What follows belongs to an exercise in optimizing a design on an open flow for small area, a short achievable clock period and few clock cycles per item; a production flow would make more cautious choices.
Only simulation tests tie the RTL to the original design; equivalence was not proved.

--- flow/run.sh ---
#!/bin/bash
# synth_recipe.tcl (not shown) runs the flow's synth.tcl, then flattens the netlist and writes it again
# the make line also repeats each setting of config.mk as NAME=value (left out here)
make -C /OpenROAD-flow-scripts/flow DESIGN_CONFIG=/design/flow/config.mk WORK_HOME=/design/flow/orfs CLKGATE_MAP_FILE= SYNTH_SCRIPT=/design/flow/synth_recipe.tcl finish
--- flow/config.mk ---
export PLATFORM = sky130hd
export DESIGN_NAME = zone_biquad
export DESIGN_NICKNAME = zone_biquad
export VERILOG_FILES = /design/flow/design.v
export SDC_FILE = /design/flow/constraint.sdc
export NUM_CORES = 4
export LEC_CHECK = 0
export CAP_MARGIN = 20
export CORE_MARGIN = 2
export CORE_UTILIZATION = 30
export PLACE_DENSITY = 0.5
export SLEW_MARGIN = 20
--- flow/constraint.sdc ---
create_clock -name core_clock -period 25.0 [get_ports {clk}]
set_input_delay 5.0000 -clock core_clock [delete_from_list [all_inputs] [get_ports {clk}]]
set_output_delay 5.0000 -clock core_clock [all_outputs]
set_load 0.01 [all_outputs]
--- flow/design.v ---
module zone_biquad (
    input  wire        clk,
    input  wire        rst,           
    input  wire        cfg_valid,
    output wire        cfg_ready,
    input  wire [3:0]  cfg_sec,       
    input  wire [2:0]  cfg_coef,      
    input  wire [23:0] cfg_data,      
    input  wire        in_valid,
    output wire        in_ready,
    input  wire [23:0] in_data,       
    output wire        out_valid,
    input  wire        out_ready,
    output wire [23:0] out_data,      
    output wire        out_clip       
);
    localparam [23:0] ONE_Q21 = 24'h200000;    
    localparam [1:0] S_IDLE = 2'd0,
                     S_RUN  = 2'd1,
                     S_DONE = 2'd2;
    reg [1:0] state;
    reg [3:0] sec;
    reg signed [23:0] x_cur;      
    reg               clip;
    reg signed [23:0] b0 [0:15];
    reg signed [23:0] b1 [0:15];
    reg signed [23:0] b2 [0:15];
    reg signed [23:0] a1 [0:15];
    reg signed [23:0] a2 [0:15];
    reg signed [23:0] x1 [0:15];
    reg signed [23:0] x2 [0:15];
    reg signed [23:0] y1 [0:15];
    reg signed [23:0] y2 [0:15];
    wire signed [55:0] acc = $signed(b0[sec]) * x_cur
                           + $signed(b1[sec]) * x1[sec]
                           + $signed(b2[sec]) * x2[sec]
                           - $signed(a1[sec]) * y1[sec]
                           - $signed(a2[sec]) * y2[sec];
    wire signed [34:0] q    = acc[55:21];
    wire        [20:0] rem  = acc[20:0];
    wire               up   = rem[20] && ((rem[19:0] != 20'd0) || q[0]);
    wire signed [34:0] qr   = q + {34'd0, up};
    wire pos_sat = !qr[34] && (qr[33:23] != 11'd0);
    wire neg_sat =  qr[34] && (qr[33:23] != 11'h7FF);
    wire signed [23:0] y = pos_sat ? 24'sh7FFFFF :
                           neg_sat ? 24'sh800000 : qr[23:0];
    assign in_ready  = (state == S_IDLE) && !cfg_valid;    
    assign cfg_ready = (state == S_IDLE);
    assign out_valid = (state == S_DONE);
    assign out_data  = x_cur;
    assign out_clip  = clip;
    integer i;
    always @(posedge clk) begin
        if (rst) begin
            state <= S_IDLE;
            sec   <= 4'd0;
            x_cur <= 24'sd0;
            clip  <= 1'b0;
            for (i = 0; i < 16; i = i + 1) begin
                b0[i] <= ONE_Q21;
                b1[i] <= 24'sd0;
                b2[i] <= 24'sd0;
                a1[i] <= 24'sd0;
                a2[i] <= 24'sd0;
                x1[i] <= 24'sd0;
                x2[i] <= 24'sd0;
                y1[i] <= 24'sd0;
                y2[i] <= 24'sd0;
            end
        end else begin
            case (state)
                S_IDLE: begin
                    if (cfg_valid) begin
                        case (cfg_coef)
                            3'd0: b0[cfg_sec] <= cfg_data;
                            3'd1: b1[cfg_sec] <= cfg_data;
                            3'd2: b2[cfg_sec] <= cfg_data;
                            3'd3: a1[cfg_sec] <= cfg_data;
                            3'd4: a2[cfg_sec] <= cfg_data;
                            default: ;
                        endcase
                    end else if (in_valid) begin
                        x_cur <= in_data;
                        clip  <= 1'b0;
                        sec   <= 4'd0;
                        state <= S_RUN;
                    end
                end
                S_RUN: begin
                    x1[sec] <= x_cur;
                    x2[sec] <= x1[sec];
                    y1[sec] <= y;
                    y2[sec] <= y1[sec];
                    x_cur   <= y;
                    clip    <= clip | pos_sat | neg_sat;
                    sec     <= sec + 4'd1;
                    if (sec == 4'd15)
                        state <= S_DONE;
                end
                S_DONE: begin
                    if (out_ready)
                        state <= S_IDLE;
                end
                default: state <= S_IDLE;
            endcase
        end
    end
endmodule
==> run notes <==
-- worst register-to-register path, delay by kind of cell, from the launching register on --
kind	cells	cell delay [ns]
adder cells (fa/ha/maj)	12	6.17
AND/OR/NAND/NOR	9	3.69
multiplexers	2	1.06
AO/OA/AOI/OAI	4	1.28
flip-flops	1	0.80
buffers and inverters	11	4.68
-- Yosys cell counts, types with 24 or more instances --
master,n
buf_1,157
nor3_1,68
mux4_2,985
or3_1,25
and3_1,271
clkbuf_1,1288
o21a_1,66
edfxtp_1,3456
dfxtp_1,35
buf_2,61
ha_1,564
nand2_1,1941
a22oi_1,27
mux2i_1,97
inv_1,3799
and2_1,2304
nor2_1,1722
o22ai_1,25
fa_1,3555
o21ai_1,62
nand2b_1,83
mux2_2,95
a21oi_1,314
a21oi_2,31
nor2b_1,97
o21ai_0,159
nand4_1,24
nand3_1,42
xnor2_1,65
-- state kept, by name, summed over array words and instances, names as in the netlist, named ones only --
register  flops
a1          384
a2          384
b0          384
b1          384
b2          384
clip          1
sec           4
state         2
x1          384
x2          384
x_cur        24
y1          384
y2          384
-- path summary, 6_finish.rpt --
path,from,endpoint,slack (ns),cells after the start
hold / removal,sec[1]$_SDFFE_PP0P_,register,0.64,1
setup / recovery,register,y1[2][12]$_SDFFCE_PN0P_,6.96,38
setup reg to reg,register,y1[2][12]$_SDFFCE_PN0P_,6.96,38
hold reg to reg,sec[1]$_SDFFE_PP0P_,register,0.64,1
-- cell families after synthesis --
logic type | count (synthesis) | synth area share (%)
flip-flops | 3491 | 39.4
AND/OR/NAND/NOR | 6655 | 12.2
adder cells (fa/ha/maj) | 4119 | 29.5
XOR/XNOR | 87 | 0.287
buffers and inverters | 5339 | 7.63
AO/OA/AOI/OAI | 813 | 1.89
multiplexers | 1177 | 9.13
-- metrics by stage --
stage          cell area, sq um  setup slack [ns]  hold slack [ns]  cells
4_1_cts                  292000              7.36            0.634  33300
3_3_place_gp             281000              7.63            0.626  32600
2_1_floorplan            265000             11.12            0.522  21700
6_report                 293000              6.96            0.639  33300
3_5_place_dp             281000              7.46            0.621  32600
5_1_grt                  293000              6.36            0.653  33300
-- per-layer routing --
layer	track usage, %	wire (um)	up-vias
met5	0	167	-
met4	7.79	43300	24
met3	2.58	59100	1264
met2	34.2	440000	6004
met1	27.3	372000	89600
li1	-	-	68100
-- layout make-up --
type / count / area (sq um) / area share [%]
Multi-Input combinational cell: 12900 / 142000 / 48.6
Sequential cell: 3491 / 105000 / 35.7
Tap cell: 11800 / 14800 / 5.04
Inverter: 3811 / 14300 / 4.89
Clock buffer: 480 / 9940 / 3.40
Timing Repair Buffer: 638 / 5230 / 1.79
Clock inverter: 184 / 1610 / 0.550
Antenna cell: 18 / 45.0 / 0.0154
==> flow_metrics.tcl <==
set metrics [dict create \
    critPathKind "reg -> reg" \
    crit_path_max_fanout 221 \
    syn2layout_area_growth_pct 10.3 \
    netlist_instances 21700 \
    cts_tree "built" \
    fp.dieW_um 945 \
    end_kind "register" \
    grt_usage_pct 20.5 \
    setup-violations-final 0 \
    drcViolationCount 0 \
    syn_nets 25900 \
    clock_latency_ns 1.04 \
    skew_ns 0.0891 \
    relSlewSlack_pct 8.94 \
    yosysUniqueCellTypes 99 \
    core_sq_um 882000 \
    synth_top_area_cell "edfxtp_1" \
    min_period_ns 18.04 \
    synth_area_per_cell_sq_um 12.2 \
    syn_area_sq_um 265000 \
    synth-edff-count 3456 \
    grt_remaining_overflow 0 \
    crit_path_start_kind "register" \
    cp.arrival_ns 18.68 \
    grt_max_degree 222 \
    async_flop_share_pct 0 \
    cts_buffer_depth 4 \
    timing.final.max_slew_violations 0 \
    max-cap-violations 0 \
    cts-hold-fix-buffers 0 \
    start_util_pct 30.1 \
    drtPass1Iterations 6 \
    path_buf_inv 11 \
    status "no timing/DRC/antenna violations" \
    crit_top_cell "fa_1" \
    die_y_um 945 \
    hold_class "reg -> reg" \
    hpwl_um 651000 \
    viasPerCell 4.96 \
    yosysSeqAreaShare_pct 39.4 \
    fin_crit_sh_pct 72.2 \
    ys_seq_elements 3491 \
    cp.required_ns 25.64 \
    hold_viol 0 \
    synthTopCellsByArea "edfxtp_1, fa_1, mux4_2" \
    rsz0062_at_grt "false" \
    gp_congestion 0.935 \
    drtAntennaViolNets 0 \
    wire_per_inst_um 27.5 \
    drive_gt1_share_pct 11.8 \
    die-area_sq_um 892000 \
    clock-sinks 3491 \
    grt_pass1_wl_um 1310000 \
    top_level_ports 88 \
    cts-resized-gates 0 \
    root_buffer "clkbuf_16" \
    grt_pass1_vias 177000 \
    path_clk_slew_ns 0.06 \
    worstMarginPinSlew_ns 1.37 \
    nets 25300 \
    critPathMaxStageDelay_ns 0.91 \
    final_common_cell "inv_1" \
    drt_iter0_drc 16500 \
    routed_wl_um 915000 \
    cts_htree_levels 5 \
    vias 165000 \
    cp_top_family "adder cells" \
    postLayoutCoreUtil_pct 33.2 \
    ys_warn_count 1 \
    clock.fmax_mhz 55.4 \
    tns_ns 0 \
    numPortBuffers 87 \
    cts_made_buffers 377 \
    crit_path_top_delay_cell "nor4_1" \
    antenna_found_initial 64 \
    layout_common_cells "inv_1, fa_1, edfxtp_1, and2_1, nand2_1" \
    post_cts_buffers 0 \
    n_fill_cell 87400 \
    synth_top_area_share_pct 39.1 \
    num_rows 345 \
    synth_ff_type "edfxtp_1" \
]
Testbench counts, summed over its fixed seeds: cycles 86,400, items 4,800.

## separate check: timing with driven ports
The results above use ideal ports. As a check the final layout listed here was re-extracted and re-timed, cells and wires unchanged.
Step 1: set_driving_cell puts a clkbuf_16 on clk and a buf_2 on each other input, an assumption about the parent block.
Step 2 times the ports against the registers' clock, not the clock port: input delays grow and output delays shrink by t, the midpoint of the rising clock arrivals with the driver on.
Slacks: ideal / step 1 / step 2; pairs: ideal / step 1.
shift t [ns]: 1.112
setup slack, ns: 6.961 / 6.961 / 6.961
worst slew at a driven data input, ns: 0.10
pins driven straight from the clock port: 1
After both steps setup and hold are still met in this run. For this run, drivers alone change the setup slack by 0.000 ns; drivers and shift together by 0.000 ns.
